Context: an optimization exercise on an open-source flow, tuned for small area, a short achievable clock period and few clock cycles per item. The choices shown serve that exercise and are no tape-out recipe.
RTL that was checked went through simulation tests only; none was proved equivalent to the original.
Function not checked in runs 1 to 3: the RTL went through the layout flow alone.
Power and IR drop assume default switching activity.

File: flow/constraint.sdc
create_clock -name core_clock -period 18.0 [get_ports {clk}]
set_input_delay 3.6000 -clock core_clock [delete_from_list [all_inputs] [get_ports {clk}]]
set_output_delay 3.6000 -clock core_clock [all_outputs]
set_load 0.01 [all_outputs]
File: flow/standard.sh
#!/bin/bash
# synth_recipe.tcl (not shown) runs the flow's synth.tcl, then flattens the netlist and writes it again
# the make line also repeats each setting of config.mk as NAME=value (left out here)
make -C /OpenROAD-flow-scripts/flow DESIGN_CONFIG=/design/flow/config.mk WORK_HOME=/design/flow/orfs CLKGATE_MAP_FILE= SYNTH_SCRIPT=/design/flow/synth_recipe.tcl "${@:-finish}"
File: flow/flow/run.sh
#!/bin/bash
# Standard ORFS layout, with timing repair asked to leave extra setup slack.
set -euo pipefail
bash standard.sh SETUP_SLACK_MARGIN=13.5 BUFFER_PORTS_ARGS=-buffer_cell\ sky130_fd_sc_hd__buf_1 finish > standard_make.log 2>&1
File: flow/design.v
module mx_narrow (
    input  wire        clk,
    input  wire        rst,
    input  wire        in_valid,
    output wire        in_ready,
    input  wire [31:0] in_data,
    input  wire [3:0]  in_fmt,
    output wire        out_valid,
    input  wire        out_ready,
    output wire [7:0]  out_elem,
    output wire [7:0]  out_scale,
    output wire        out_last
);
    function f_is_fp;   input [2:0] f; f_is_fp = ~(f[2] & f[1]); endfunction
    function f_is_fp8;  input [2:0] f; f_is_fp8 = (f[2:1] == 2'd0); endfunction
    function [3:0] f_bias;
        input [2:0] f;
        case (f)
        3'd0: f_bias = 4'd7;
        3'd1: f_bias = 4'd15;
        3'd2: f_bias = 4'd1;
        3'd3: f_bias = 4'd3;
        3'd4: f_bias = 4'd1;
        default: f_bias = 4'd0;
        endcase
    endfunction
    function [3:0] f_emax;
        input [2:0] f;
        case (f)
        3'd0: f_emax = 4'd8;
        3'd1: f_emax = 4'd15;
        3'd2: f_emax = 4'd2;
        3'd3: f_emax = 4'd4;
        3'd4: f_emax = 4'd2;
        default: f_emax = 4'd0;
        endcase
    endfunction
    function [4:0] f_ca;
        input [2:0] f;
        case (f)
        3'd0: f_ca = 5'd15;
        3'd1: f_ca = 5'd30;
        3'd2: f_ca = 5'd3;
        3'd3: f_ca = 5'd7;
        3'd4: f_ca = 5'd3;
        default: f_ca = 5'd0;
        endcase
    endfunction
    function [2:0] f_c2;
        input [2:0] f;
        case (f)
        3'd0: f_c2 = 3'd4;
        3'd1: f_c2 = 3'd5;
        3'd2: f_c2 = 3'd4;
        3'd3: f_c2 = 3'd5;
        3'd4: f_c2 = 3'd6;
        default: f_c2 = 3'd0;
        endcase
    endfunction
    function [6:0] f_maxenc;
        input [2:0] f;
        case (f)
        3'd0: f_maxenc = 7'h7E;
        3'd1: f_maxenc = 7'h7B;
        3'd2: f_maxenc = 7'h1F;
        3'd3: f_maxenc = 7'h1F;
        3'd4: f_maxenc = 7'h07;
        default: f_maxenc = 7'h7F;
        endcase
    endfunction
    function [1:0] f_mbits;
        input [2:0] f;
        case (f)
        3'd0: f_mbits = 2'd3;
        3'd1: f_mbits = 2'd2;
        3'd2: f_mbits = 2'd3;
        3'd3: f_mbits = 2'd2;
        3'd4: f_mbits = 2'd1;
        default: f_mbits = 2'd0;
        endcase
    endfunction
    reg [4:0] ph;        
    reg [4:0] wj;        
    reg [4:0] rj;        
    reg       dv;        
    reg       in_rdy;
    assign in_ready = in_rdy;
    wire in_fire    = in_valid & in_rdy;
    wire completing = in_fire & (wj == 5'd31);
    reg [31:0] s1_d;
    reg        s1_v, s1_first, s1_last;
    reg        s1_e1;      
    reg        s1_mnz;     
    reg [2:0]  s1_f;
    reg [2:0]  ff;         
    wire [2:0] in_fc = (in_fmt >= 4'd4 && in_fmt <= 4'd8) ? in_fmt[2:0] - 3'd4 : 3'd6;
    wire        s1_int = ~f_is_fp(s1_f);
    wire        p_sg = s1_d[31];
    wire [7:0]  p_e  = s1_d[30:23];
    wire [22:0] p_m  = s1_d[22:0];
    reg [7:0]        f_mc;  reg f_n;                     
    reg signed [8:0] c_sk;  reg c_n;  reg [2:0] c_f;     
    reg signed [8:0] d_sk;  reg d_n;  reg [2:0] d_f;     
    wire       s1_nan = s1_e1 & s1_mnz;
    wire [7:0] s1_eff = s1_e1 ? (s1_mnz ? 8'd0 : 8'd254) : p_e;
    wire [7:0]        t_cm = s1_first ? {4'd0, f_emax(s1_f)} : f_mc;
    wire              t_gt = s1_eff > t_cm;
    wire [7:0]        new_mc = t_gt ? s1_eff : t_cm;
    wire signed [8:0] new_sk = $signed({1'b0, new_mc}) - $signed({4'd0, f_ca(s1_f)});
    wire              new_n  = s1_nan | (f_n & ~s1_first);
    wire              done   = s1_v & s1_last;
    reg  [23:5] p_s;      
    reg  [3:0]  p_f;
    reg  [7:0]  p_l;
    integer k;
    always @(*) begin
        p_s[23] = 1'b0;
        for (k = 22; k >= 5; k = k - 1)
            p_s[k] = p_s[k+1] | p_m[k];
        p_f = 4'd0;
        p_l = 8'd0;
        for (k = 5; k <= 22; k = k + 1)
            if (p_m[k] & ~p_s[k+1]) begin
                p_f = p_f | p_m[k-1 -: 4];
                p_l = p_l | (k[7:0] - 8'd22);
            end
    end
    wire p_st_sub = |(p_m[17:0] & p_s[22:5]);
    reg [7:0] p_ec;
    reg [7:0] p_lo;
    always @(*) begin
        if (p_e == 8'hFF) begin
            if (s1_mnz) begin
                p_ec = 8'hFF; p_lo = 8'h00;
            end else begin
                p_ec = 8'hFE; p_lo = s1_int ? 8'hFF : 8'hF8;
            end
        end else if (p_e == 8'h00) begin
            if (s1_int) begin
                p_ec = p_m[22] ? 8'hFF : 8'h00;
                p_lo = {p_m[21:15], |p_m[14:0]};
            end else if (p_s[5]) begin
                p_ec = p_l;
                p_lo = {p_f, p_st_sub, 1'b1, 2'b00};
            end else begin
                p_ec = 8'h00; p_lo = 8'h00;
            end
        end else begin
            p_ec = p_e;
            p_lo = s1_int ? {p_m[22:16], |p_m[15:0]} : {p_m[22:19], |p_m[18:0], 3'b000};
        end
    end
    wire [16:0] pack = {p_sg, p_ec, p_lo};
    reg [17*31-1:0] ring;
    wire [16:0] ring_rd  = ring[17*30-1 -: 17];    
    wire [16:0] ring_top = ring[17*31-1 -: 17];
    always @(posedge clk) begin
        ring <= {ring[17*30-1:0], s1_v ? pack : s1_d[16:0]};
    end
    reg [16:0] a0_d, a1_d;
    reg        a0_v, a0_cplt, a0_first, a0_last;
    reg        a1_v, a1_cplt, a1_first, a1_last;
    reg        b_v, b_last;
    reg        b_sg, b_rnd, b_nan;
    reg [6:0]  b_kept;
    reg [4:0]  b_ef;
    reg        o_v, o_last;
    reg [7:0]  o_elem, o_scale;
    assign out_valid = o_v;
    assign out_elem  = o_elem;
    assign out_scale = o_scale;
    assign out_last  = o_last;
    wire adv     = ~o_v | out_ready;
    wire a1_go   = a1_v & a1_cplt & adv;
    wire a1_free = ~a1_v | a1_go;
    wire a0_go   = a0_v & a1_free;
    wire a0_free = ~a0_v | a0_go;
    wire rd_base = (ph + 5'd2 == rj) & (dv | (rj != wj));
    wire rd_r0   = rd_base & (~a0_v | ~a1_v | (a1_cplt & ~o_v));
    wire rd_r1   = rd_base & a1_cplt;
    wire rd      = rd_r0 | (rd_r1 & out_ready);
    wire [2:0]        x_f  = a1_first ? c_f  : d_f;
    wire signed [8:0] x_sk = a1_first ? c_sk : d_sk;
    wire              x_fp = f_is_fp(x_f);
    wire [2:0]        x_c2 = f_c2(x_f);
    wire        x_sg = a1_d[16];
    wire [7:0]  x_ec = a1_d[15:8];
    wire [7:0]  x_lo = a1_d[7:0];
    wire        x_flag = x_fp & x_lo[2];
    wire        x_zero = x_fp & (x_ec == 8'd0) & ~x_lo[2];
    wire        x_nan  = x_fp & (x_ec == 8'hFF) & ~x_lo[2];
    wire [9:0]  x_e    = {{2{x_flag & x_ec[7]}}, x_ec & {8{x_fp | (x_ec != 8'hFF)}}};
    wire [7:0]  x_sig  = x_fp ? (x_zero ? 8'd0 : {1'b1, x_lo[7:4], 3'b000})
                              : {x_ec != 8'd0, x_lo[7:1]};
    wire        x_st   = x_fp ? x_lo[3] : x_lo[0];
    wire signed [9:0] x_w  = $signed(x_e) - {x_sk[8], x_sk};
    wire              x_norm = x_fp & ~x_zero & ~x_w[9] & (x_w != 10'sd0);
    wire [3:0]        x_t  = {1'b0, x_c2} + 4'd1 - x_w[3:0];
    wire              x_big = x_w < ($signed({7'd0, x_c2}) - 10'sd8);
    wire [3:0]        x_sh = x_norm ? {1'b0, x_c2} : (x_big ? 4'd9 : x_t);
    wire [4:0]        x_ef = x_norm ? x_w[4:0] : 5'd0;
    wire [16:0] x_wide   = {x_sig, 9'd0} >> x_sh;
    wire [6:0]  x_kept   = x_wide[15:9];
    wire        x_guard  = x_wide[8];
    wire        x_sticky = (|x_wide[7:0]) | x_st;
    wire        x_rnd    = x_guard & (x_sticky | x_kept[0]);
    wire        y_fp   = f_is_fp(d_f);
    wire [1:0]  y_mb   = f_mbits(d_f);
    wire [6:0]  y_max  = f_maxenc(d_f);
    wire        y_bnan = d_n & ~f_is_fp8(d_f);
    wire [6:0]  y_kept   = b_kept;
    wire        y_rnd    = b_rnd;
    reg  [6:0]  y_enc;           
    always @(*) begin
        case (y_mb)
        2'd3:    y_enc = {b_ef[3:0], y_kept[2:0]};
        2'd2:    y_enc = {b_ef, y_kept[1:0]};
        default: y_enc = {1'b0, b_ef, y_kept[0]};
        endcase
    end
    wire        y_fsat = (y_enc > y_max) | ((y_enc == y_max) & y_rnd) |
                         ((y_mb == 2'd3) & b_ef[4]);
    wire        y_isat = (y_kept == 7'd127) & y_rnd;
    wire [7:0]  y_base = y_fp ? {1'b0, y_enc} : (b_sg ? {1'b1, ~y_kept} : {1'b0, y_kept});
    wire        y_cin  = y_fp ? y_rnd : (b_sg ^ y_rnd);
    wire [7:0]  y_sum  = y_base + {7'd0, y_cin};
    reg  [7:0]  y_fel;
    always @(*) begin
        y_fel = {1'b0, y_fsat ? y_max : y_sum[6:0]};
        case (d_f)
        3'd2, 3'd3: y_fel[5] = b_sg;
        3'd4:       y_fel[3] = b_sg;
        default:    y_fel[7] = b_sg;
        endcase
    end
    wire [7:0]  y_iel = y_isat ? (b_sg ? 8'h81 : 8'h7F) : y_sum;
    wire [7:0]  y_el  = y_bnan ? 8'h00 :
                        (b_nan & f_is_fp8(d_f)) ? 8'h7F :
                        y_fp ? y_fel : y_iel;
    wire [8:0]  y_s   = d_sk + {5'd0, f_bias(d_f)};
    wire [4:0] wj_1 = wj + 5'd1;
    wire [4:0] rj_1 = rj + 5'd1;
    wire [4:0] wj_n = in_fire ? wj_1 : wj;
    wire [4:0] rj_n = rd ? rj_1 : rj;
    wire       dv_n = completing ? 1'b1 : (rd & (rj == 5'd31)) ? 1'b0 : dv;
    wire [4:0] ph2  = ph + 5'd2;
    wire       r00 = (ph2 == wj)   & (~dv | (wj != rj));
    wire       r01 = (ph2 == wj)   & (~(dv & (rj != 5'd31)) | (wj != rj_1));
    wire       r10 = (ph2 == wj_1) & ((wj == 5'd31) ? (wj_1 != rj) : (~dv | (wj_1 != rj)));
    wire       r11 = (ph2 == wj_1) & ((wj == 5'd31) ? (wj != rj) : (~(dv & (rj != 5'd31)) | (wj != rj)));
    wire       rdy_n = in_fire ? (rd ? r11 : r10) : (rd ? r01 : r00);
    always @(posedge clk) begin
        s1_d     <= {in_data[31:17], in_fire ? in_data[16:0] : ring_top};
        s1_first <= (wj == 5'd0);
        s1_last  <= (wj == 5'd31);
        s1_f     <= (wj == 5'd0) ? in_fc : ff;
        s1_e1    <= &in_data[30:23];
        s1_mnz   <= |in_data[22:0];
        if (in_fire & (wj == 5'd0)) ff <= in_fc;
        if (s1_v) begin
            f_mc <= new_mc;
            f_n  <= new_n;
        end
        if (done) begin
            c_sk <= new_sk;
            c_n  <= new_n;
            c_f  <= s1_f;
        end
        if (rd) begin
            a0_d     <= ring_rd;
            a0_first <= (rj == 5'd0);
            a0_last  <= (rj == 5'd31);
        end
        if (a0_go) begin
            a1_d     <= a0_d;
            a1_first <= a0_first;
            a1_last  <= a0_last;
        end
        if (a1_go & a1_first) begin
            d_sk <= c_sk;
            d_n  <= c_n;
            d_f  <= c_f;
        end
        if (adv) begin
            b_last  <= a1_last;
            b_sg    <= x_sg;
            b_rnd   <= x_rnd;
            b_nan   <= x_nan;
            b_kept  <= x_kept;
            b_ef    <= x_ef;
            o_last  <= b_last;
            o_elem  <= y_el;
            o_scale <= y_bnan ? 8'hFF : y_s[7:0];
        end
        if (rst) begin
            ph     <= 5'd31;
            wj     <= 5'd0;
            rj     <= 5'd0;
            dv     <= 1'b0;
            in_rdy <= 1'b1;
            s1_v   <= 1'b0;
            a0_v   <= 1'b0;
            a1_v   <= 1'b0;
            b_v    <= 1'b0;
            o_v    <= 1'b0;
        end else begin
            ph     <= ph + 5'd1;
            wj     <= wj_n;
            rj     <= rj_n;
            dv     <= dv_n;
            in_rdy <= rdy_n;
            s1_v   <= in_fire;
            if (rd) begin
                a0_v    <= 1'b1;
                a0_cplt <= dv;
            end else begin
                if (a0_go) a0_v <= 1'b0;
                if (done) a0_cplt <= 1'b1;
            end
            if (a0_go) begin
                a1_v    <= 1'b1;
                a1_cplt <= a0_cplt | done;
            end else begin
                if (a1_go) a1_v <= 1'b0;
                if (done) a1_cplt <= 1'b1;
            end
            if (adv) begin
                b_v <= a1_v & a1_cplt;
                o_v <= b_v;
            end
        end
    end
endmodule
File: flow/config.mk
export PLATFORM = sky130hd
export DESIGN_NAME = mx_narrow
export DESIGN_NICKNAME = mx_narrow
export VERILOG_FILES = /design/flow/design.v
export SDC_FILE = /design/flow/constraint.sdc
export NUM_CORES = 4
export LEC_CHECK = 0
export CAP_MARGIN = 20
export CORE_MARGIN = 2
export CORE_UTILIZATION = 65
export CTS_BUF_LIST = sky130_fd_sc_hd__clkbuf_16
export CTS_CLUSTER_DIAMETER = 70
export CTS_CLUSTER_SIZE = 30
export PLACE_DENSITY = 0.75
export SLEW_MARGIN = 20
==> results of run 1 <==
routing by layer:
metal | track usage (%) | vias up
li1 | - | 5773
met5 | 0 | -
met4 | 7.74 | 0
met2 | 41.0 | 387
met1 | 32.7 | 5654
met3 | 2.71 | 80
worst min-delay path by stage:
| stage | start | to | cells after the start |
|---|---|---|---|
| finish | ring[169] | ring[186] | 0 |
| CTS | ring[169] | ring[186] | 0 |
| detailed placement | ring[33] | ring[50] | 0 |
| global route | ring[66] | ring[83] | 0 |
| floorplan | ring[83] | ring[100] | 0 |
| global placement | ring[176] | ring[193] | 0 |
where the power goes:
part / leakage (nW) / switching (mW) / internal [mW]
combinational: 2.86 / 0.0875 / 0.0689
sequential: 5.98 / 0.0733 / 1.75
clock: 0.490 / 0.467 / 0.328
total: 9.33 / 0.627 / 2.15
layout make-up:
| type | count | area [um2] | share of cell area (%) |
|---|---|---|---|
| clock buffers | 31 | 776 | 3.32 |
| clock inverters | 16 | 189 | 0.809 |
| inverters | 55 | 210 | 0.900 |
| multi-input cells | 804 | 5830 | 25.0 |
| flip-flops and latches | 699 | 15100 | 64.7 |
| well taps | 402 | 503 | 2.15 |
| repair buffers | 111 | 727 | 3.11 |
cell usage after synthesis (all sizes together), types with 5 or more instances:
cell type,count
dfxtp,588
edfxtp,111
nor2,85
a21oi,79
nand2,71
o21ai,62
inv,55
clkbuf,50
ha,49
mux2i,39
nand3,36
nor2b,32
xnor2,32
mux2,29
nor3,29
xor2,27
nand2b,21
a21o,18
nor4,17
nand4,15
a31oi,14
and3,12
o22ai,9
a221oi,8
and2,7
buf,7
nor3b,7
o2111ai,7
o211ai,7
o21a,7
or2,7
a211oi,6
o31ai,6
a22oi,5
a32oi,5
o21bai,5
or3,5
placed cells by master, fill, tap and decap left out, types with 33 or more instances in the layout:
cell        n
ha_1       45
dfxtp_1   584
buf_1      40
nand2_1    67
mux2i_1    33
buf_4      39
a21oi_1    74
inv_1      60
nand3_1    35
o21ai_0    52
edfxtp_1  111
nor2_1     83
flip-flops by register name, summed over array words and instances (netlist names), 3 cells and up:
signal and cells:
b_kept 7, d_f 3, ff 3, f_mc 8, c_f 3, rj 5, s1_d 32, d_sk 9
s1_f 3, o_scale 8, b_ef 5, c_sk 9, a0_d 17, o_elem 8, a1_d 17, ring 527
wj 5, ph 5
what timing repair did:
action                                  CTS  global route
cloned                                    3             0
endpoints found under the setup margin  116            64
pin swaps                                 8            26
gates resized for setup                  34            71
setup buffers                            26            23
hold buffers                              0             0
cells by family after synthesis:
logic type / after synthesis
xor+xnor: 59
flops: 699
mux: 68
compound gates: 269
buf+inv: 112
fa+ha+maj: 53
simple gates: 352
==> notes.md, run 1 <==
Final Util approximately 74%; Synth Area in Simple Gates around 8.4%; violation count after the first detailed-route iteration 920; period utilization a little over a quarter; fmax between 200 and 250 MHz; r2r startpoint a1_first; critical path's top delay family flip-flops; CP Class reg -> out; P&R area growth vs syn 11.3%; layout cell share with drive strength beyond 1 12.2%; crit path max-delay cell type edfxtp_1; IO Pins slightly below 60; Seq/Total Area, Yosys 72.0%; Power Total between 2 and 3 mW; leakage slightly above 9 nW; routed len/inst 19.2 um; Worst-path clk slew ~0.11 ns; Crit path buffers/inverters 1; Die H roughly 180 um; Synth Net Count around 1.7k; DRT antenna net count 0; Data required, critical path 14.40 ns; WP data arrival ~1.1 ns; worst skew pair latency roughly 0.6 ns; PortBufs a little under 60; Synth Area in Adders around 3.3%; HPWL Detailed 26200 um; gr usage total 24.1%; number of global-route vias before repair 11.6k; clock tree buffer depth 3; post-synthesis compound-gate area fraction 8.15%; TritonCTS buffer count 30; Rows 65; placed insts roughly 2.0k; vias 11.9k; Syn Inst Count 1612; Place WS about 12 ns; met2 WL 19500 um; CTS root buf clkbuf_16; Fin. Hold Viols 0; DR WL met3 roughly 2000 um; CTS Sinks between 600 and 700; mapped cell area 0.0210 mm2; Worst Setup Slack, final about 13 ns; ant diodes 0; max_slew headroom between 30% and 40%; Async S/R FF share, synth 0%; core area 0.0316 mm2; r2r worst-path depth 18; non-filler cells, final 2118; DR top layer met4; number of enable flip-flop cells after synthesis roughly 110; CP Capture Point out_scale[0]; worst-margin pin slew 1.03 ns; DRC Markers 0; capturing element type of the critical path primary output; syn_area_per_cell 13.0 um2; first-pass GRT wire length between 60000 and 70000 um; Setup TNS 0 ns; Max stage delay on crit path ~0.4 ns; VDD IR-drop max 0.127 mV; flop2flop setup slack approximately 13 ns; CP Launch Type flip-flop; Critical R2R Capture b_rnd; largest family of logic cells by synthesized area simple AND/OR/NAND/NOR gates; largest cells by area after synthesis dfxtp_1 (56%), edfxtp_1 (16%), ha_1 (2.9%); worst hold path class reg -> reg; post-synthesis mux area share 3.61%; WL final ~41000 um; total congestion overflow 0; Starting Density 66.3%; minimum clock period around 4.7 ns; post-route cell area around 0.023 mm2; CTS tree yes; RSZ-0062 raised after global routing yes; Placed Area 0.0215 mm2; Die W between 150 and 200 um; PwrDens between 100 and 150 mW/mm2; fill cell count 1994; Layout Nets approximately 1.8k; Yosys warnings 1; CTS H-tree lvls 1; Final Setup Violations 0; vias per cell between 5 and 6; RePlAce Congestion 0.938; Yosys reg bits between 600 and 700; status finished clean; ys flop type dfxtp_1; largest net degree at the start of global routing 38; Stages on worst setup path 1; crit-path max FO 1; CP Cell Sequence clkbuf_2; CP Launch Point o_scale[0]; antenna violations before repair 0; first-pass iteration count of the detailed router 5; Max Cap Violations 0; Die ar. 0.0337 mm2; worst clock skew around 0.025 ns; Synth top area share a little under three fifths; area leader, netlist dfxtp_1; synth unique cells 71; met1 wire length around 18000 um; max-slew violation count 0; Hold Worst Slack 0.311 ns; Post-Synth XOR/XNOR Area ~2.5%
==> inputs of run 2 (changes only) <==
--- a/flow/design.v
+++ b/flow/design.v
@@ -109,23 +109,21 @@
     wire signed [8:0] new_sk = $signed({1'b0, new_mc}) - $signed({4'd0, f_ca(s1_f)});
     wire              new_n  = s1_nan | (f_n & ~s1_first);
     wire              done   = s1_v & s1_last;
-    reg  [23:5] p_s;      
-    reg  [3:0]  p_f;
-    reg  [7:0]  p_l;
-    integer k;
-    always @(*) begin
-        p_s[23] = 1'b0;
-        for (k = 22; k >= 5; k = k - 1)
-            p_s[k] = p_s[k+1] | p_m[k];
-        p_f = 4'd0;
-        p_l = 8'd0;
-        for (k = 5; k <= 22; k = k + 1)
-            if (p_m[k] & ~p_s[k+1]) begin
-                p_f = p_f | p_m[k-1 -: 4];
-                p_l = p_l | (k[7:0] - 8'd22);
-            end
-    end
-    wire p_st_sub = |(p_m[17:0] & p_s[22:5]);
+    wire [4:0] p_g = {|p_m[22:19], |p_m[18:15], |p_m[14:11], |p_m[10:7], |p_m[6:5]};
+    wire       p_sub = |p_g;      
+    wire [4:0] p_gh = p_g & ~{1'b0, p_g[4], |p_g[4:3], |p_g[4:2], |p_g[4:1]};
+    wire [7:0] p_w  = ({8{p_gh[4]}} & p_m[22:15]) | ({8{p_gh[3]}} & p_m[18:11]) |
+                      ({8{p_gh[2]}} & p_m[14:7])  | ({8{p_gh[1]}} & p_m[10:3])  |
+                      ({8{p_gh[0]}} & {p_m[6:0], 1'b0});
+    wire       p_ws = (p_gh[4] & |p_m[14:0]) | (p_gh[3] & |p_m[10:0]) |
+                      (p_gh[2] & |p_m[6:0])  | (p_gh[1] & |p_m[2:0]);
+    wire [2:0] p_gi = {p_gh[0], p_gh[2] | p_gh[1], p_gh[3] | p_gh[1]};
+    wire [3:0] p_lh = p_w[7:4] & ~{1'b0, p_w[7], |p_w[7:6], |p_w[7:5]};
+    wire [3:0] p_f  = ({4{p_lh[3]}} & p_w[6:3]) | ({4{p_lh[2]}} & p_w[5:2]) |
+                      ({4{p_lh[1]}} & p_w[4:1]) | ({4{p_lh[0]}} & p_w[3:0]);
+    wire       p_st_sub = p_ws | (p_lh[3] & |p_w[2:0]) | (p_lh[2] & |p_w[1:0]) | (p_lh[1] & p_w[0]);
+    wire [1:0] p_li = {p_lh[1] | p_lh[0], p_lh[2] | p_lh[0]};
+    wire [7:0] p_l = 8'd0 - {3'd0, p_gi, p_li};
     reg [7:0] p_ec;
     reg [7:0] p_lo;
     always @(*) begin
@@ -139,7 +137,7 @@
             if (s1_int) begin
                 p_ec = p_m[22] ? 8'hFF : 8'h00;
                 p_lo = {p_m[21:15], |p_m[14:0]};
-            end else if (p_s[5]) begin
+            end else if (p_sub) begin
                 p_ec = p_l;
                 p_lo = {p_f, p_st_sub, 1'b1, 2'b00};
             end else begin
==> notes.md, run 2 <==
status finished clean; max reg flops 527 (unchanged); CP Class reg -> out; period utilization 26.4% (+0.077 points); P&R area growth vs syn 11.0%; routed len/inst 18.5 um (-3.4%); RSZ-0062 raised after global routing yes; antenna violations before repair 1 (+1); IO Pins 59 (unchanged); Rows 65 (unchanged); CP Cell Sequence clkbuf_2; most common cell after layout, fill and taps aside dfxtp_1; gr usage total 23.2% (-0.91 points); core area 0.0315 mm2 (-0.51%); Final Util 73.0% (-0.84 points); most common cell in the synthesized netlist dfxtp_1; registers with the most flip-flops ring: 527 flops, s1_d: 32 flops; fmax 210 MHz (-0.29%); Die W 182 um (-0.69%); Biggest register ring; CP Launch Type flip-flop; DRC Markers 0 (unchanged); vias per cell 5.48 (-2.4%); violation count after the first detailed-route iteration 849 (-7.7%); worst skew pair latency 0.60 ns (about the same); crit path max-delay cell type edfxtp_1; worst clock skew 0.0327 ns (+0.00733 ns); DRT antenna net count 0 (unchanged); Seq/Total Area, Yosys 73.0% (+1.0 points); capturing element type of the critical path primary output; PwrDens 121 mW/mm2 (+1.6%); HPWL Detailed 25400 um (-3.3%); Worst-path clk slew 0.11 ns (about the same); largest net degree at the start of global routing 37 (-2.6%); Data required, critical path 14.40 ns (about the same); ys flop type dfxtp_1; CTS hold repair buffers 0 (unchanged); number of enable flip-flop cells after synthesis 111 (unchanged); area leader, netlist dfxtp_1; fill cell count 2040 (+2.3%); WL final 39100 um (-3.8%); vias 11.6k (-2.7%); Final Setup Violations 0 (unchanged); Yosys warnings 1 (unchanged); Max stage delay on crit path 0.41 ns (about the same); TritonCTS buffer count 30 (unchanged); CTS H-tree lvls 1 (unchanged); Crit path buffers/inverters 1 (unchanged); max_slew headroom 44.1% (+13 points); crit-path max FO 1 (unchanged); Die ar. 0.0333 mm2 (-1.4%); highest-count cells in the layout ignoring fill and taps dfxtp_1 (583), nand2_1 (145), edfxtp_1 (111), nor2_1 (74), a21oi_1 (72); CTS Sinks 699 (unchanged); most instantiated cells after synthesis dfxtp_1 (588), nand2_1 (147), edfxtp_1 (111), nor2_1 (78), a21oi_1 (74); CTS tree yes; layout cell share with drive strength beyond 1 11.0% (-1.3 points); CTS root buf clkbuf_16; Synth Net Count 1686 (-1.1%); critical path's top delay family flip-flops; Setup TNS 0 ns (unchanged); WP data arrival 1.15 ns (about the same); first-pass GRT wire length 60700 um (-4.0%); syn_area_per_cell 13.0 um2 (-0.16%); total congestion overflow 0 (unchanged); Max Cap Violations 0 (unchanged); largest cells by area after synthesis dfxtp_1 (57%), edfxtp_1 (16%), ha_1 (3.0%); leakage 9.34 nW (about the same); Synth top area share 56.9% (+0.80 points); Layout Nets 1786 (-0.45%); mapped cell area 0.0207 mm2 (-1.4%); Starting Density 65.7% (-0.59 points); synth unique cells 77 (+8.5%); clock tree buffer depth 3 (unchanged); VDD IR-drop max 0.122 mV (-3.8%); Syn Inst Count 1592 (-1.2%); Async S/R FF share, synth 0% (unchanged); Fin. Hold Viols 0 (unchanged); worst hold path class reg -> reg; minimum clock period 4.75 ns (+0.0138 ns); Yosys reg bits 699 (unchanged); RePlAce Congestion 0.868 (-7.5%); placed insts 2014 (-0.25%); worst-margin pin slew 0.832 ns (-0.202 ns); number of global-route vias before repair 11.3k (-3.0%); PortBufs 58 (unchanged); Die H 182 um (-0.69%); max-slew violation count 0 (unchanged); first-pass iteration count of the detailed router 6 (+1); non-filler cells, final 2110 (-0.38%)
==> run 2: routing by layer <==
metal / share of wire (%) / vias to the layer above / global-route usage (%)
li1: - / 5684 / -
met1: 45 / 5472 / 32.2
met2: 48 / 326 / 38.9
met3: 4.3 / 87 / 2.57
met4: 3.0 / 0 / 7.26
met5: 0 / - / 0
==> run 2: metrics by stage <==
| step | cell area (um2) | hold slack [ns] | power, mW | setup WS, ns |
|---|---|---|---|---|
| final | 23000 | 0.316 | 2.78 | 13.25 |
| after global routing | 23000 | 0.323 | 2.87 | 13.19 |
| after detailed placement | 21300 | 0.312 | 1.99 | 11.77 |
| after global placement | 21300 | 0.310 | 1.98 | 12.07 |
| after floorplan | 20800 | 0.310 | 1.92 | 12.78 |
| after CTS | 22500 | 0.313 | 2.79 | 13.21 |
==> run 2: cell type report <==
| class | instances | area, um2 | area share (%) |
|---|---|---|---|
| inverter | 50 | 191 | 0.834 |
| clock buffer | 32 | 801 | 3.49 |
| timing repair buffer | 108 | 691 | 3.01 |
| sequential | 699 | 15100 | 65.8 |
| multi-input combinational | 803 | 5520 | 24.0 |
| tap | 402 | 503 | 2.19 |
| clock inverter | 15 | 149 | 0.648 |
| antenna | 1 | 2.50 | 0.0109 |
==> run 2: what timing repair did <==
item,CTS,global route
pin swaps,5,25
gates resized for setup,18,58
buffers inserted,20,25
cloned,2,0
setup endpoints to repair,90,63
==> run 2: final timing paths <==
| check | startpoint | endpoint | slack [ns] | cells after the start |
|---|---|---|---|---|
| min | ring[351] | ring[368] | 0.32 | 0 |
| max | o_scale[2] | out_scale[2] | 13.25 | 1 |
| min reg2reg | ring[351] | ring[368] | 0.32 | 0 |
| max reg2reg | a1_first | b_rnd | 13.42 | 19 |
==> run 2: cells by family (layout without fill, tap and decap cells) <==
kind of cell	Yosys count	after routing	synth area share, %
AND/OR/NAND/NOR	385	387	8.85
XOR/XNOR	62	62	2.62
buffers and inverters	92	205	1.78
flip-flops	699	699	73.0
AO/OA/AOI/OAI	267	267	8.65
other	0	1	0
multiplexers	33	33	1.67
adder cells (fa/ha/maj)	54	54	3.41
==> run 2: report_power, final <==
part	switching [mW]	internal, mW	total (mW)
clock network	0.470	0.338	0.807
logic	0.0891	0.0618	0.151
registers	0.0631	1.75	1.82
total	0.622	2.15	2.78
==> inputs of run 3 (changes only) <==
--- a/flow/config.mk
+++ b/flow/config.mk
@@ -8,8 +8,8 @@
 export CAP_MARGIN = 20
 export CORE_MARGIN = 2
 export CORE_UTILIZATION = 65
-export CTS_BUF_LIST = sky130_fd_sc_hd__clkbuf_16
-export CTS_CLUSTER_DIAMETER = 70
-export CTS_CLUSTER_SIZE = 30
+export CTS_BUF_LIST = sky130_fd_sc_hd__clkbuf_8 sky130_fd_sc_hd__clkbuf_16
+export CTS_CLUSTER_DIAMETER = 60
+export CTS_CLUSTER_SIZE = 24
 export PLACE_DENSITY = 0.75
 export SLEW_MARGIN = 20
==> notes.md, run 3 <==
Final Util 73.7% (+0.68 points); leakage 9.44 nW (+1.1%); Biggest register ring; largest net degree at the start of global routing 37 (unchanged); total congestion overflow 0 (unchanged); synth unique cells 77 (unchanged); mapped cell area 0.0207 mm2 (unchanged); most common cell after layout, fill and taps aside dfxtp_1; Final Setup Violations 0 (unchanged); most instantiated cells after synthesis dfxtp_1 (588), nand2_1 (147), edfxtp_1 (111), nor2_1 (78), a21oi_1 (74); Synth Net Count 1686 (unchanged); worst skew pair latency 0.55 ns (-0.05 ns); Yosys reg bits 699 (unchanged); ant diodes 0 (-1); PwrDens 123 mW/mm2 (+1.5%); area leader, netlist dfxtp_1; non-filler cells, final 2121 (+0.52%); IO Pins 59 (unchanged); P&R area growth vs syn 12.0%; max reg flops 527 (unchanged); Yosys warnings 1 (unchanged); largest cells by area after synthesis dfxtp_1 (57%), edfxtp_1 (16%), ha_1 (3.0%); CTS H-tree lvls 2 (+1); Die W 182 um (unchanged); layout cell share with drive strength beyond 1 12.2% (+1.3 points); CP Launch Type flip-flop; CTS tree yes; Synth top area share 56.9% (unchanged); max_slew headroom 41.0% (-3.1 points); Data required, critical path 14.40 ns (about the same); Switching Power 0.624 mW (+0.43%); violation count after the first detailed-route iteration 767 (-9.7%); ys flop type dfxtp_1; Clock Power Share 30.8% (+1.7 points); TritonCTS buffer count 38 (+27%); placed insts 2014 (unchanged); Seq/Total Area, Yosys 73.0% (unchanged); status finished clean; minimum clock period 4.68 ns (-0.0779 ns); WP data arrival 1.08 ns (-0.07 ns); WL final 39500 um (+1.2%); Die H 182 um (unchanged); max-slew violation count 0 (unchanged); Async S/R FF share, synth 0% (unchanged); worst hold path class reg -> reg; gr usage total 23.7% (+0.49 points); PortBufs 58 (unchanged); VDD IR-drop max 0.119 mV (-2.6%); number of enable flip-flop cells after synthesis 111 (unchanged); antenna violations before repair 1 (unchanged); Setup TNS 0 ns (unchanged); logic gate share of total power 5.3% (about the same); Max stage delay on crit path 0.40 ns (about the same); worst-margin pin slew 0.877 ns (+0.0455 ns); RSZ-0062 raised after global routing yes; switch share 22.0% (-0.45 points); Placed Area 0.0213 mm2 (unchanged); post-route cell area 0.0232 mm2 (+0.94%); DRT antenna net count 0 (unchanged); capturing element type of the critical path primary output; Syn Inst Count 1592 (unchanged); Worst-path clk slew 0.09 ns (-0.02 ns); syn_area_per_cell 13.0 um2 (unchanged); first-pass GRT wire length 61500 um (+1.4%); period utilization 26.0% (-0.43 points); DRC Markers 0 (unchanged); critical path's top delay family flip-flops; highest-count cells in the layout ignoring fill and taps dfxtp_1 (583), nand2_1 (143), edfxtp_1 (111), nor2_1 (75), a21oi_1 (69); Max Cap Violations 0 (unchanged); vias per cell 5.47 (-0.29%); Layout Nets 1795 (+0.50%); Fin. Hold Viols 0 (unchanged); P_int 2.22 mW (+3.1%); RePlAce Congestion 0.868 (unchanged); sequential share of power 63.9% (-1.6 points); worst clock skew 0.0245 ns (-0.00825 ns); CP Class reg -> out; clock tree buffer depth 3 (unchanged); registers with the most flip-flops ring: 527 flops, s1_d: 32 flops; routed len/inst 18.6 um (+0.71%); crit path max-delay cell type edfxtp_1; CP Cell Sequence clkbuf_2; Starting Density 65.7% (unchanged); Hold Worst Slack 0.319 ns (+0.00253 ns); most common cell in the synthesized netlist dfxtp_1; fill cell count 2022 (-0.88%); crit-path max FO 1 (unchanged); vias 11.6k (+0.23%); number of global-route vias before repair 11.4k (+0.70%); CTS Sinks 699 (unchanged); core area 0.0315 mm2 (unchanged); first-pass iteration count of the detailed router 5 (-1); CTS root buf clkbuf_16; HPWL Detailed 25400 um (unchanged); Die ar. 0.0333 mm2 (unchanged); Crit path buffers/inverters 1 (unchanged); fmax 214 MHz (+1.7%); Rows 65 (unchanged)
## run 3: cell types whose count changed in the layout (fill, tap and decap cells not counted), sizes merged
cell | previous run | this run
a31o | 2 | 3
clkinv | 0 | 5
diode | 1 | 0
nor2 | 79 | 80
inv | 64 | 61
clkinvlp | 1 | 2
clkbuf | 47 | 56
buf | 93 | 91
## run 3: timing repair
item,CTS,global route
gates cloned,3,1
hold buffers,0,0
pin swaps,5,25
gates resized for setup,20,73
setup endpoints to repair,97,46
buffers inserted,25,20
## run 3: worst paths after layout
kind | cells past startpoint | slack (ns) | to | from
worst min-delay path | 0 | 0.32 | ring[93] | ring[76]
worst max register to register | 19 | 13.45 | b_rnd | a1_first
worst min register to register | 0 | 0.32 | ring[93] | ring[76]
worst max-delay path | 1 | 13.32 | out_scale[2] | o_scale[2]
## run 3: cells by family after synthesis
| group | after synthesis | share of synthesized area [%] |
|---|---|---|
| flops | 699 | 73.0 |
| simple gates | 385 | 8.85 |
| compound gates | 267 | 8.65 |
| buf+inv | 92 | 1.78 |
| xor+xnor | 62 | 2.62 |
| fa+ha+maj | 54 | 3.41 |
| mux | 33 | 1.67 |
## run 3: metrics by stage
stage                     worst slack (ns)  power (mW)
final                                13.32        2.84
after global routing                 13.25        2.95
after CTS                            13.30        2.86
after detailed placement             11.77        1.99
after global placement               12.07        1.98
after floorplan                      12.78        1.92
## run 3: power by group through the flow
stage                     clock, mW  combinational, mW  sequential [mW]
after floorplan                   0              0.104             1.82
final                         0.875              0.151             1.82
after global routing          0.951              0.169             1.83
after CTS                     0.896              0.144             1.82
after detailed placement          0              0.138             1.85
after global placement            0              0.135             1.84
## run 3: final cells by class
class	instances	area, um2	area share, %
timing repair buffer	107	648	2.80
clock buffer	40	990	4.27
tap	402	503	2.17
multi-input combinational	805	5610	24.2
sequential	699	15100	65.2
clock inverter	18	119	0.513
inverter	50	194	0.837
## run 3: layer usage
| layer | global-route usage, % | share of wire, % | wire [um] |
|---|---|---|---|
| met2 | 40.4 | 49 | 19400 |
| met4 | 7.06 | 2.5 | 1010 |
| met1 | 32.0 | 44 | 17300 |
| met5 | 0 | 0 | 0 |
| met3 | 3.19 | 4.5 | 1790 |
==> inputs of run 4 (changes only) <==
--- a/flow/design.v
+++ b/flow/design.v
@@ -216,12 +216,11 @@
         default: y_enc = {1'b0, b_ef, y_kept[0]};
         endcase
     end
-    wire        y_fsat = (y_enc > y_max) | ((y_enc == y_max) & y_rnd) |
-                         ((y_mb == 2'd3) & b_ef[4]);
     wire        y_isat = (y_kept == 7'd127) & y_rnd;
     wire [7:0]  y_base = y_fp ? {1'b0, y_enc} : (b_sg ? {1'b1, ~y_kept} : {1'b0, y_kept});
     wire        y_cin  = y_fp ? y_rnd : (b_sg ^ y_rnd);
     wire [7:0]  y_sum  = y_base + {7'd0, y_cin};
+    wire        y_fsat = y_sum > {1'b0, y_max};
     reg  [7:0]  y_fel;
     always @(*) begin
         y_fel = {1'b0, y_fsat ? y_max : y_sum[6:0]};
==> notes.md, run 4 <==
Final Setup Violations 0 (unchanged); placed insts 2004 (-0.50%); number of enable flip-flop cells after synthesis 111 (unchanged); most instantiated cells after synthesis dfxtp_1 (588), nand2_1 (135), edfxtp_1 (111), nor2_1 (85), a21oi_1 (77); synth unique cells 81 (+5.2%); PortBufs 58 (unchanged); core area 0.0314 mm2 (-0.26%); worst skew pair latency 0.55 ns (about the same); ys flop type dfxtp_1; Placed Area 0.0213 mm2 (about the same); CP Class reg -> reg; Starting Density 65.8% (+0.067 points); CTS Sinks 699 (unchanged); HPWL Detailed 25000 um (-1.4%); period utilization 26.0% (+0.047 points); Layout Nets 1786 (-0.50%); vias per cell 5.43 (-0.65%); status finished clean; Data required, critical path 18.30 ns (+3.90 ns); crit-path max FO 5 (+4); Biggest register ring; GR Util met1 30.3% (-1.7 points); most common cell after layout, fill and taps aside dfxtp_1; CTS H-tree lvls 2 (unchanged); Rows 65 (unchanged); Async S/R FF share, synth 0% (unchanged); worst-margin pin slew 1.08 ns (+0.205 ns); gr usage total 23.1% (-0.64 points); IO Pins 59 (unchanged); RSZ-0062 raised after global routing yes; number of global-route vias before repair 11.1k (-2.0%); most common cell in the synthesized netlist dfxtp_1; Die H 182 um (about the same); Synth Net Count 1675 (-0.65%); Seq/Total Area, Yosys 73.1% (+0.11 points); WL final 38600 um (-2.4%); mapped cell area 0.0207 mm2 (-0.16%); largest net degree at the start of global routing 39 (+5.4%); Syn Inst Count 1581 (-0.69%); worst hold path class reg -> reg; GRT Max-Usage Layer met2; Die ar. 0.0332 mm2 (-0.15%); TritonCTS buffer count 39 (+2.6%); capturing element type of the critical path flip-flop; DRT antenna net count 0 (unchanged); Yosys warnings 1 (unchanged); Worst-path clk slew 0.09 ns (about the same); Setup TNS 0 ns (unchanged); minimum clock period 4.69 ns (+0.00850 ns); area leader, netlist dfxtp_1; max reg flops 527 (unchanged); first-pass GRT wire length 59600 um (-3.2%); P&R area growth vs syn 12.9%; routed len/inst 18.3 um (-2.1%); Fin. Hold Viols 0 (unchanged); post-route cell area 0.0233 mm2 (+0.58%); VDD IR-drop max 0.113 mV (-5.5%); syn_area_per_cell 13.1 um2 (+0.54%); non-filler cells, final 2115 (-0.28%); violation count after the first detailed-route iteration 680 (-11%); CTS tree yes; max-slew violation count 0 (unchanged); CTS root buf clkbuf_16; clock tree buffer depth 3 (unchanged); max_slew headroom 27.8% (-13 points); CTS hold repair buffers 0 (unchanged); largest cells by area after synthesis dfxtp_1 (57%), edfxtp_1 (16%), ha_1 (3.0%); PwrDens 124 mW/mm2 (+0.66%); WP data arrival 4.99 ns (+3.91 ns); DRC Markers 0 (unchanged); first-pass iteration count of the detailed router 5 (unchanged); vias 11.5k (-0.93%); layout cell share with drive strength beyond 1 12.2% (about the same); RePlAce Congestion 0.900 (+3.7%); leakage 9.51 nW (+0.69%); met2 Track Usage GR 39.5% (-0.90 points); routing usage on met3 3.57% (+0.38 points); Max Cap Violations 0 (unchanged); CP Launch Type flip-flop; total congestion overflow 0 (unchanged); registers with the most flip-flops ring: 527 flops, s1_d: 32 flops; Synth top area share 57.0% (+0.090 points); worst clock skew 0.0277 ns (+0.00324 ns); Die W 182 um (about the same); antenna violations before repair 2 (+1); Yosys reg bits 699 (unchanged); highest-count cells in the layout ignoring fill and taps dfxtp_1 (581), nand2_1 (133), edfxtp_1 (111), nor2_1 (82), a21oi_1 (74); fmax 213 MHz (-0.18%)
-- run 4: changes by cell type after synthesis, sizes merged, moves of 5 or more --
cell / before / now
a211oi: 8 / 17
a21boi: 4 / 9
a31oi: 12 / 7
mux2i: 24 / 36
nand2: 147 / 135
nor2: 78 / 86
o21a: 13 / 5
o21ai: 61 / 41
-- run 4: report_power, final --
part           total (mW)  switching [mW]  internal [mW]  leakage, nW
sequential           1.82          0.0624           1.75         5.98
clock               0.919           0.482          0.436        0.618
combinational       0.145          0.0846         0.0607         2.91
-- run 4: kinds of logic (layout without fill, tap and decap cells) --
group,after synthesis,in the layout,synth area share (%)
AOI/OAI and AO/OA,244,244,7.93
xor gates and xnor gates,61,61,2.59
adders and majority gates,54,54,3.42
buffers and inverters,96,226,1.80
DFF,699,699,73.1
muxes,42,42,2.20
other,0,1,0
and+or+nand+nor,385,386,8.95
-- run 4: metal layers --
| layer | vias to the layer above | wire (um) |
|---|---|---|
| met2 | 299 | 18800 |
| li1 | 5646 | - |
| met1 | 5460 | 16700 |
| met5 | - | 0 |
| met3 | 83 | 1820 |
| met4 | 0 | 1260 |
-- run 4: area by class of cell --
| cell class | instances | area, um2 |
|---|---|---|
| multi-input combinational | 787 | 5540 |
| timing repair buffer | 111 | 743 |
| sequential | 699 | 15100 |
| clock inverter | 20 | 175 |
| antenna | 1 | 2.50 |
| fill | 1987 | 8080 |
| inverter | 54 | 214 |
| tap | 402 | 503 |
| clock buffer | 41 | 1030 |
-- run 4: worst paths after layout --
kind,start,endpoint,depth (start not counted),slack [ns]
worst max-delay path,a1_first,b_rnd,18,13.31
worst min-delay path,ring[454],ring[471],0,0.31
worst max register to register,a1_first,b_rnd,18,13.31
worst min register to register,ring[454],ring[471],0,0.31
-- run 4: worst max-delay path: stages, from the launching register on --
cell	delay [ns]
edfxtp_1	0.44
buf_6	0.15
o21a_4	0.20
nor3_4	0.13
nand2b_4	0.16
ha_4	0.12
inv_2	0.03
fa_2	0.40
a211oi_4	0.39
o21ai_2	0.11
xnor2_2	0.25
nand4_1	0.18
o211ai_4	0.37
mux2i_4	0.40
mux2i_4	0.32
inv_1	0.06
mux4_2	0.48
nor3b_2	0.19
a211oi_1	0.06
-- run 4: repair_timing --
| item | in CTS | in global routing |
|---|---|---|
| gates resized for setup | 45 | 47 |
| setup endpoints to repair | 106 | 39 |
| setup buffers | 27 | 20 |
| pin swaps | 19 | 17 |
| cloned | 1 | 1 |
-- run 4: through the flow --
stage	total power [mW]	util, %	worst slack (ns)	hold WS, ns
after global placement	1.97	67.9	11.73	0.309
after floorplan	1.92	-	12.91	0.310
after global routing	2.99	74.3	13.12	0.320
after CTS	2.90	73.2	13.32	0.306
after detailed placement	1.98	67.9	11.59	0.312
final	2.88	74.3	13.31	0.307
Testbench counts of run 4, summed over its fixed seeds: cycles 10,520, items 320.
==> inputs of run 5 (changes only) <==
--- a/flow/config.mk
+++ b/flow/config.mk
@@ -11,5 +11,5 @@
 export CTS_BUF_LIST = sky130_fd_sc_hd__clkbuf_8 sky130_fd_sc_hd__clkbuf_16
 export CTS_CLUSTER_DIAMETER = 60
 export CTS_CLUSTER_SIZE = 24
-export PLACE_DENSITY = 0.75
+export PLACE_DENSITY = 0.85
 export SLEW_MARGIN = 20
==> notes.md, run 5 <==
status finished clean; Worst-path clk slew 0.09 ns (about the same); Synth Net Count 1675 (unchanged); r2r worst-path depth 18 (unchanged); fill cell count 1909 (-3.9%); antenna violations before repair 2 (unchanged); area of the multi-input gates 0.00555 mm2 (+0.23%); WP data arrival 1.07 ns (-3.92 ns); Die ar. 0.0332 mm2 (unchanged); critical path's top delay family flip-flops; post-synthesis mux area share 2.20% (unchanged); CP Launch Type flip-flop; RePlAce Congestion 0.900 (about the same); HPWL Detailed 25500 um (+2.1%); synth unique cells 81 (unchanged); worst hold start ring[116]; Die H 182 um (unchanged); crit-path max FO 1 (-4); hold-critical path endpoint ring[133]; Synth Area in Adders 3.42% (unchanged); DRT antenna net count 0 (unchanged); total congestion overflow 0 (unchanged); flop2flop setup slack 13.39 ns (+0.08 ns); worst skew pair latency 0.56 ns (about the same); Layout Nets 1800 (+0.78%); syn_area_per_cell 13.1 um2 (unchanged); PortBufs 58 (unchanged); largest cells by area after synthesis dfxtp_1 (57%), edfxtp_1 (16%), ha_1 (3.0%); DR top layer met4; met1 wire length 16900 um (+1.5%); P&R area growth vs syn 13.7%; Max stage delay on crit path 0.39 ns (-0.09 ns); minimum clock period 4.67 ns (-0.0148 ns); max_slew headroom 39.0% (+11 points); r2r startpoint a1_first; worst hold path class reg -> reg; most common cell after layout, fill and taps aside dfxtp_1; vias 11.8k (+2.8%); CTS H-tree lvls 2 (unchanged); CP Cell Sequence clkbuf_2; registers with the most flip-flops ring: 527 flops, s1_d: 32 flops; clock tree buffer depth 3 (unchanged); CTS root buf clkbuf_16; most common cell in the synthesized netlist dfxtp_1; Critical R2R Capture b_rnd; DRC Markers 0 (unchanged); routed len/inst 18.7 um (+2.5%); Synth Area in Simple Gates 8.95% (unchanged); CP Class reg -> out; Data required, critical path 14.40 ns (-3.90 ns); largest net degree at the start of global routing 39 (unchanged); core area 0.0314 mm2 (unchanged); Rows 65 (unchanged); Biggest register ring; CP Launch Point o_scale[3]; worst clock skew 0.0266 ns (-0.00110 ns); largest family of logic cells by synthesized area simple AND/OR/NAND/NOR gates; vias per cell 5.54 (+2.1%); CTS Sinks 699 (unchanged); leakage 9.63 nW (+1.3%); Seq/Total Area, Yosys 73.1% (unchanged); max-slew violation count 0 (unchanged); first-pass iteration count of the detailed router 5 (unchanged); register area 0.0151 mm2 (about the same); first-pass GRT wire length 62200 um (+4.4%); Max Cap Violations 0 (unchanged); Synth top area share 57.0% (unchanged); number of enable flip-flop cells after synthesis 111 (unchanged); crit path max-delay cell type edfxtp_1; mapped cell area 0.0207 mm2 (unchanged); Die W 182 um (unchanged); fmax 214 MHz (+0.32%); layout cell share with drive strength beyond 1 13.2% (+0.99 points); capturing element type of the critical path primary output; area leader, netlist dfxtp_1; Yosys warnings 1 (unchanged); Yosys reg bits 699 (unchanged); Final Setup Violations 0 (unchanged); Post-Synth XOR/XNOR Area 2.59% (unchanged); Hold Worst Slack 0.314 ns (+0.00618 ns); Async S/R FF share, synth 0% (unchanged); hold path depth 0 (unchanged); Setup TNS 0 ns (unchanged); max reg flops 527 (unchanged); Power Total 2.90 mW (+0.64%); period utilization 25.9% (-0.082 points); post-synthesis compound-gate area fraction 7.93% (unchanged); Starting Density 65.8% (unchanged); TritonCTS buffer count 39 (unchanged); PwrDens 123 mW/mm2 (-0.11%); Fin. Hold Viols 0 (unchanged); number of global-route vias before repair 11.8k (+5.9%); WL final 39800 um (+3.2%); VDD IR-drop max 0.107 mV (-5.0%); highest-count cells in the layout ignoring fill and taps dfxtp_1 (582), nand2_1 (132), edfxtp_1 (111), nor2_1 (82), a21oi_1 (73); ys flop type dfxtp_1; IO Pins 59 (unchanged); RSZ-0062 raised after global routing yes; Syn Inst Count 1581 (unchanged); worst-margin pin slew 0.902 ns (-0.181 ns); met2 WL 19600 um (+4.2%); most instantiated cells after synthesis dfxtp_1 (588), nand2_1 (135), edfxtp_1 (111), nor2_1 (85), a21oi_1 (77); DR WL met3 2040 um (+12%); Crit path buffers/inverters 1 (-2); CTS tree yes; violation count after the first detailed-route iteration 1019 (+50%); gr usage total 23.6% (+0.53 points)
-- run 5: area by class of cell --
type	instances	area share, %
Multi-Input combinational cell	787	23.6
Sequential cell	699	64.3
Tap cell	402	2.14
Timing Repair Buffer	125	3.77
Inverter	54	0.911
Clock buffer	41	4.37
Antenna cell	1	0.0107
Clock inverter	21	0.836
-- run 5: metrics by stage --
step / utilization, % / setup WS [ns] / instance area [um2] / cells
2_1_floorplan: - / 12.91 / 20700 / 1581
3_3_place_gp: 67.9 / 11.87 / 21300 / 2004
3_5_place_dp: 67.9 / 11.66 / 21300 / 2004
4_1_cts: 73.7 / 13.31 / 23100 / 2110
5_1_grt: 74.8 / 13.18 / 23500 / 2130
6_report: 74.8 / 13.33 / 23500 / 2130
-- run 5: routing by layer --
layer | global-route usage [%] | vias up
met1 | 30.7 | 5616
li1 | - | 5704
met2 | 41.1 | 387
met3 | 3.43 | 100
met5 | 0 | -
met4 | 7.35 | 0
-- run 5: worst max-delay path by stage --
stage	to	cells after the start	slack (ns)
after floorplan	a0_cplt	7	12.91
after global placement	b_rnd	18	11.87
after detailed placement	b_rnd	18	11.66
after CTS	out_scale[3]	1	13.31
after global routing	b_rnd	19	13.18
final	out_scale[3]	1	13.33
-- run 5: kinds of logic (layout without fill, tap and decap cells) --
| group | Yosys count | count (layout) |
|---|---|---|
| AOI/OAI and AO/OA | 244 | 244 |
| DFF | 699 | 699 |
| other | 0 | 1 |
| adders and majority gates | 54 | 54 |
| buffers and inverters | 96 | 241 |
| and+or+nand+nor | 385 | 386 |
| muxes | 42 | 42 |
| xor gates and xnor gates | 61 | 61 |
-- run 5: repair_timing --
item | 4_1_cts | 5_1_grt
pin swaps | 18 | 19
hold buffers | 0 | 0
gates cloned | 2 | 0
resized for setup | 51 | 57
endpoints found under the setup margin | 100 | 41
setup buffers | 42 | 19
-- run 5: where the power goes --
| part | leakage (nW) | switching (mW) | total, mW | internal (mW) |
|---|---|---|---|---|
| Combinational | 3.02 | 0.0878 | 0.149 | 0.0607 |
| Clock | 0.630 | 0.503 | 0.934 | 0.431 |
| Sequential | 5.98 | 0.0623 | 1.82 | 1.75 |
| Total | 9.63 | 0.653 | 2.90 | 2.25 |
==> inputs of run 6 (changes only) <==
--- a/flow/config.mk
+++ b/flow/config.mk
@@ -10,6 +10,6 @@
 export CORE_UTILIZATION = 65
 export CTS_BUF_LIST = sky130_fd_sc_hd__clkbuf_8 sky130_fd_sc_hd__clkbuf_16
 export CTS_CLUSTER_DIAMETER = 60
-export CTS_CLUSTER_SIZE = 24
-export PLACE_DENSITY = 0.85
+export CTS_CLUSTER_SIZE = 30
+export PLACE_DENSITY = 0.75
 export SLEW_MARGIN = 20
==> notes.md, run 6 <==
DRT antenna net count 0 (unchanged); area of the multi-input gates 0.00553 mm2 (-0.38%); antenna violations before repair 0 (-2); Die W 182 um (unchanged); routed len/inst 18.1 um (-3.3%); PortBufs 58 (unchanged); most instantiated cells after synthesis dfxtp_1 (588), nand2_1 (135), edfxtp_1 (111), nor2_1 (85), a21oi_1 (77); CTS root buf clkbuf_16; Yosys warnings 1 (unchanged); Setup TNS 0 ns (unchanged); number of global-route vias before repair 11.2k (-5.3%); Die ar. 0.0332 mm2 (unchanged); most common cell in the synthesized netlist dfxtp_1; register area 0.0151 mm2 (unchanged); CP Class reg -> reg; Synth Net Count 1675 (unchanged); Syn Inst Count 1581 (unchanged); Data required, critical path 18.29 ns (+3.89 ns); max reg flops 527 (unchanged); critical path's top delay family compound AO/OA/AOI/OAI gates; Final Setup Violations 0 (unchanged); CTS tree yes; max-slew violation count 0 (unchanged); capturing element type of the critical path flip-flop; IO Pins 59 (unchanged); CTS hold repair buffers 0 (unchanged); placed insts 2004 (unchanged); P&R area growth vs syn 12.5%; minimum clock period 4.66 ns (-0.0113 ns); PwrDens 122 mW/mm2 (-0.82%); period utilization 25.9% (-0.063 points); largest cells by area after synthesis dfxtp_1 (57%), edfxtp_1 (16%), ha_1 (3.0%); ant diodes 0 (-1); Placed Area 0.0213 mm2 (unchanged); number of enable flip-flop cells after synthesis 111 (unchanged); Crit path buffers/inverters 4 (+3); leakage 9.46 nW (-1.8%); worst clock skew 0.0459 ns (+0.0192 ns); fill cell count 2016 (+5.6%); post-route cell area 0.0232 mm2 (-1.0%); Die H 182 um (unchanged); clock tree buffer depth 3 (unchanged); ys flop type dfxtp_1; Worst-path clk slew 0.10 ns (about the same); Synth top area share 57.0% (unchanged); CTS Sinks 699 (unchanged); core area 0.0314 mm2 (unchanged); gr usage total 22.8% (-0.81 points); total congestion overflow 0 (unchanged); Seq/Total Area, Yosys 73.1% (unchanged); VDD IR-drop max 0.121 mV (+13%); Max Cap Violations 0 (unchanged); crit-path max FO 8 (+7); Max stage delay on crit path 0.46 ns (+0.07 ns); Final Util 74.0% (-0.78 points); CP Cell Sequence buf_6 > o21a_4 > nor3_4 > nand2b_4 > ha_4 > inv_2 > fa_2 > xnor2_4 > inv_2 > ha_4 > nand3b_1 > a2111oi_4 > a41oi_2 > mux2i_4 > buf_12 > mux2i_4 > o31ai_1 > o221ai_2 > nor3b_2 > a211oi_1; area leader, netlist dfxtp_1; Async S/R FF share, synth 0% (unchanged); first-pass GRT wire length 59000 um (-5.1%); max_slew headroom 30.5% (-8.5 points); worst skew pair latency 0.56 ns (about the same); fmax 215 MHz (+0.24%); WP data arrival 4.95 ns (+3.88 ns); TritonCTS buffer count 35 (-10%); mapped cell area 0.0207 mm2 (unchanged); CP Launch Type flip-flop; registers with the most flip-flops ring: 527 flops, s1_d: 32 flops; Layout Nets 1783 (-0.94%); first-pass iteration count of the detailed router 7 (+2); highest-count cells in the layout ignoring fill and taps dfxtp_1 (582), nand2_1 (133), edfxtp_1 (111), nor2_1 (82), a21oi_1 (73); worst-margin pin slew 1.03 ns (+0.126 ns); Rows 65 (unchanged); violation count after the first detailed-route iteration 757 (-26%); Fin. Hold Viols 0 (unchanged); RePlAce Congestion 0.900 (about the same); largest net degree at the start of global routing 39 (unchanged); status finished clean; WL final 38200 um (-4.2%); HPWL Detailed 25000 um (-2.1%); DRC Markers 0 (unchanged); Biggest register ring; RSZ-0062 raised after global routing yes; crit path max-delay cell type a2111oi_4; most common cell after layout, fill and taps aside dfxtp_1; worst hold path class reg -> reg; Starting Density 65.8% (unchanged); vias per cell 5.45 (-1.7%); vias 11.5k (-2.6%); non-filler cells, final 2110 (-0.94%); synth unique cells 81 (unchanged); syn_area_per_cell 13.1 um2 (unchanged); CTS H-tree lvls 2 (unchanged); layout cell share with drive strength beyond 1 12.4% (-0.85 points); Yosys reg bits 699 (unchanged)
run 6: cell counts after synthesis:
No cell type changed its count.
run 6: what timing repair did:
item / CTS / global route
pin swaps: 23 / 16
setup buffers: 35 / 11
gates cloned: 2 / 1
resized for setup: 44 / 53
endpoints found under the setup margin: 104 / 48
run 6: through the flow:
stage	hold WS, ns	power (mW)	setup WS, ns
2_1_floorplan	0.310	1.92	12.91
3_3_place_gp	0.309	1.97	11.73
3_5_place_dp	0.312	1.98	11.59
6_report	0.321	2.84	13.34
5_1_grt	0.330	2.95	13.17
4_1_cts	0.321	2.86	13.34
run 6: report_power, final:
part	leakage, nW	internal, mW	switching (mW)	total, mW
Sequential	5.98	1.75	0.0613	1.82
Combinational	2.92	0.0600	0.0852	0.145
Clock	0.564	0.403	0.481	0.884
Total	9.46	2.22	0.627	2.84
run 6: cell families (layout without fill, tap and decap cells):
group,Yosys count,count (layout),share of synthesized area (%)
compound gates,244,244,7.93
xor+xnor,61,61,2.59
fa+ha+maj,54,54,3.42
buf+inv,96,222,1.80
flops,699,699,73.1
mux,42,42,2.20
simple gates,385,386,8.95
run 6: worst reg2reg max path, cell delays in order (launching register included):
cell       delay (ns)
edfxtp_1         0.41
buf_6            0.14
o21a_4           0.20
nor3_4           0.17
nand2b_4         0.16
ha_4             0.12
inv_2            0.03
fa_2             0.40
xnor2_4          0.21
inv_2            0.06
ha_4             0.28
nand3b_1         0.12
a2111oi_4        0.46
a41oi_2          0.22
mux2i_4          0.31
buf_12           0.20
mux2i_4          0.09
o31ai_1          0.41
o221ai_2         0.17
nor3b_2          0.20
a211oi_1         0.07
run 6: final cells by class:
type                       count  share of cell area (%)
timing repair inverter         1                  0.0215
timing repair buffer         111                    3.27
multi-input combinational    787                    23.8
clock buffer                  37                    3.98
tap                          402                    2.16
inverter                      54                   0.931
clock inverter                19                   0.829
sequential                   699                    65.0
run 6: path summary, 6_finish.rpt:
| check | from | endpoint | slack (ns) | depth (start not counted) |
|---|---|---|---|---|
| setup / recovery | a1_first | b_rnd | 13.34 | 20 |
| hold / removal | ring[423] | ring[440] | 0.32 | 0 |
| setup reg to reg | a1_first | b_rnd | 13.34 | 20 |
| hold reg to reg | ring[423] | ring[440] | 0.32 | 0 |
run 6: metal layers:
metal | routed length, um | track usage [%]
met5 | 0 | 0
met1 | 17000 | 30.4
met4 | 1030 | 7.42
met2 | 18300 | 38.5
met3 | 1830 | 3.71
==> inputs of run 7 (changes only) <==
--- a/flow/config.mk
+++ b/flow/config.mk
@@ -9,7 +9,7 @@
 export CORE_MARGIN = 2
 export CORE_UTILIZATION = 65
 export CTS_BUF_LIST = sky130_fd_sc_hd__clkbuf_8 sky130_fd_sc_hd__clkbuf_16
-export CTS_CLUSTER_DIAMETER = 60
-export CTS_CLUSTER_SIZE = 30
+export CTS_CLUSTER_DIAMETER = 40
+export CTS_CLUSTER_SIZE = 16
 export PLACE_DENSITY = 0.75
 export SLEW_MARGIN = 20
==> notes.md, run 7 <==
status finished clean; Crit path buffers/inverters 3 (-1); P&R area growth vs syn 17.0%; max_slew headroom 28.8% (-1.8 points); number of global-route vias before repair 11.9k (+6.5%); most instantiated cells after synthesis dfxtp_1 (588), nand2_1 (135), edfxtp_1 (111), nor2_1 (85), a21oi_1 (77); PortBufs 58 (unchanged); max reg flops 527 (unchanged); crit path max-delay cell type edfxtp_1; routed len/inst 18.9 um (+4.7%); CTS Sinks 699 (unchanged); Die H 182 um (unchanged); WP data arrival 5.07 ns (+0.12 ns); clock tree buffer depth 3 (unchanged); Seq/Total Area, Yosys 73.1% (unchanged); largest net degree at the start of global routing 39 (unchanged); Die W 182 um (unchanged); Layout Nets 1813 (+1.7%); CTS H-tree lvls 3 (+1); CP Launch Type flip-flop; Fin. Hold Viols 0 (unchanged); Setup TNS 0 ns (unchanged); Async S/R FF share, synth 0% (unchanged); Starting Density 65.8% (unchanged); CTS tree yes; RSZ-0062 raised after global routing yes; TritonCTS buffer count 67 (+91%); first-pass iteration count of the detailed router 7 (unchanged); number of enable flip-flop cells after synthesis 111 (unchanged); Data required, critical path 18.38 ns (+0.09 ns); Max Cap Violations 0 (unchanged); DRT antenna net count 0 (unchanged); mapped cell area 0.0207 mm2 (unchanged); VDD IR-drop max 0.111 mV (-8.0%); ys flop type dfxtp_1; Hold Worst Slack 0.320 ns (-0.00147 ns); fmax 213 MHz (-0.54%); total congestion overflow 0 (unchanged); highest-count cells in the layout ignoring fill and taps dfxtp_1 (582), nand2_1 (132), edfxtp_1 (111), nor2_1 (82), a21oi_1 (74); gr usage total 24.4% (+1.7 points); violation count after the first detailed-route iteration 847 (+12%); capturing element type of the critical path flip-flop; CTS hold repair buffers 0 (unchanged); Max stage delay on crit path 0.43 ns (-0.03 ns); DRC Markers 0 (unchanged); syn_area_per_cell 13.1 um2 (unchanged); CP Class reg -> reg; Die ar. 0.0332 mm2 (unchanged); Synth top area share 57.0% (unchanged); WL final 40900 um (+7.2%); core area 0.0314 mm2 (unchanged); registers with the most flip-flops ring: 527 flops, s1_d: 32 flops; Yosys reg bits 699 (unchanged); antenna violations before repair 0 (unchanged); Final Util 77.0% (+2.9 points); CP Cell Sequence buf_6 > o21a_4 > nor3_4 > nand2b_4 > ha_4 > inv_2 > fa_2 > a211oi_4 > o21ai_2 > xnor2_2 > nand4_1 > o211ai_4 > mux2i_4 > buf_12 > mux2i_2 > a211o_1 > a21boi_2 > mux2i_1 > a211oi_1; minimum clock period 4.68 ns (+0.0255 ns); CTS root buf clkbuf_16; most common cell in the synthesized netlist dfxtp_1; max-slew violation count 0 (unchanged); critical path's top delay family compound AO/OA/AOI/OAI gates; vias per cell 5.52 (+1.3%); worst-margin pin slew 1.07 ns (+0.0410 ns); Final Setup Violations 0 (unchanged); worst skew pair latency 0.56 ns (about the same); largest cells by area after synthesis dfxtp_1 (57%), edfxtp_1 (16%), ha_1 (3.0%); crit-path max FO 8 (unchanged); layout cell share with drive strength beyond 1 14.3% (+1.9 points); period utilization 26.0% (+0.14 points); Yosys warnings 1 (unchanged); Worst-path clk slew 0.07 ns (-0.03 ns); first-pass GRT wire length 62900 um (+6.5%); Rows 65 (unchanged); vias 11.9k (+3.7%); synth unique cells 81 (unchanged); worst clock skew 0.0221 ns (-0.0238 ns); Syn Inst Count 1581 (unchanged); HPWL Detailed 25000 um (unchanged); PwrDens 136 mW/mm2 (+11%); Power Total 3.28 mW (+15%); ant diodes 0 (unchanged); Biggest register ring; Synth Net Count 1675 (unchanged); most common cell after layout, fill and taps aside dfxtp_1; IO Pins 59 (unchanged); worst hold path class reg -> reg; RePlAce Congestion 0.900 (unchanged); area leader, netlist dfxtp_1; leakage 9.95 nW (+5.1%)
-- run 7: cell types whose count changed in the layout (fill, tap and decap cells not counted), moves of 2 or more --
cell	change
clkinv_2	+2
clkinv_4	+3
inv_1	+9
inv_6	+4
inv_8	+2
clkbuf_16	+33
-- run 7: cell families (layout without fill, tap and decap cells) --
logic type	Yosys count	after routing	share of synthesized area (%)
simple gates	385	386	8.95
xor+xnor	61	61	2.59
compound gates	244	244	7.93
flops	699	699	73.1
fa+ha+maj	54	54	3.42
mux	42	42	2.20
buf+inv	96	273	1.80
-- run 7: area by class of cell --
class / count / area, um2
Tap cell: 402 / 503
Clock inverter: 39 / 325
Clock buffer: 70 / 1740
Multi-Input combinational cell: 787 / 5530
Timing Repair Buffer: 110 / 739
Sequential cell: 699 / 15100
Inverter: 54 / 213
Fill cell: 1857 / 7230
-- run 7: final timing paths --
path	from	to	slack [ns]	cells after the start
setup / recovery	a1_first	b_rnd	13.32	19
setup reg to reg	a1_first	b_rnd	13.32	19
hold / removal	ring[1]	ring[18]	0.32	0
hold reg to reg	ring[1]	ring[18]	0.32	0
-- run 7: per-layer routing --
metal  global-route usage (%)  vias to the layer above  wire length, um  share of wire, %
li1                         -                     5746                -                 -
met1                     31.5                     5728            17400                42
met2                     41.6                      374            20300                50
met3                     4.63                       82             2110               5.2
met4                     8.71                        0             1140               2.8
met5                        0                        -                0                 0
-- run 7: power by group --
| part | switching [mW] | internal (mW) | total [mW] |
|---|---|---|---|
| logic | 0.0875 | 0.0612 | 0.149 |
| registers | 0.0655 | 1.76 | 1.82 |
| clock network | 0.583 | 0.729 | 1.31 |
| total | 0.736 | 2.55 | 3.28 |
-- run 7: timing repair --
action,CTS,global route
pin swaps,17,19
cloned,1,1
buffers inserted,30,16
gates resized for setup,47,46
endpoints found under the setup margin,106,45
hold endpoints to repair,0,0
-- run 7: per-stage QoR --
stage                     setup WS [ns]  std cells  area (um2)
final                             13.32       2161       24200
after floorplan                   12.91       1581       20700
after detailed placement          11.59       2004       21300
after CTS                         13.31       2144       23900
after global placement            11.73       2004       21300
after global routing              13.10       2161       24200

port drivers added, routing unchanged:
No port has a modelled driver above. Below, the same layouts with a new extraction and two added sets of constraints. Step 1 (the two cells are an assumption about what drives the block):
set clk [get_ports {clk}]
set_driving_cell -lib_cell sky130_fd_sc_hd__clkbuf_16 $clk
set_driving_cell -lib_cell sky130_fd_sc_hd__buf_2 [delete_from_list [all_inputs] $clk]
Step 2 also shifts input and output timing later by t, the mid clock arrival at the registers, as if the neighbouring blocks saw the same clock. Slacks: ideal ports / drivers / drivers and shift; pairs: ideal ports / drivers.
run	t (ns)	slack for setup (ns)	clock arrival spread, ns	cell pins on the clock port's net
run 1	0.639	13.259 / 13.210 / 12.954	0.029 / 0.029	1
run 2	0.635	13.245 / 13.194 / 12.988	0.039 / 0.040	1
run 3	0.587	13.323 / 13.273 / 13.018	0.031 / 0.031	1
run 4	0.595	13.315 / 13.291 / 12.922	0.036 / 0.036	1
run 5	0.596	13.330 / 13.279 / 12.796	0.026 / 0.026	1
run 6	0.585	13.341 / 13.315 / 12.869	0.055 / 0.055	1
run 7	0.604	13.315 / 13.293 / 12.917	0.026 / 0.026	1
After both steps setup and hold are still met in every run listed. The setup slack of run 5, which loses most, moves by -0.051 ns with the drivers and by -0.534 ns with both steps.
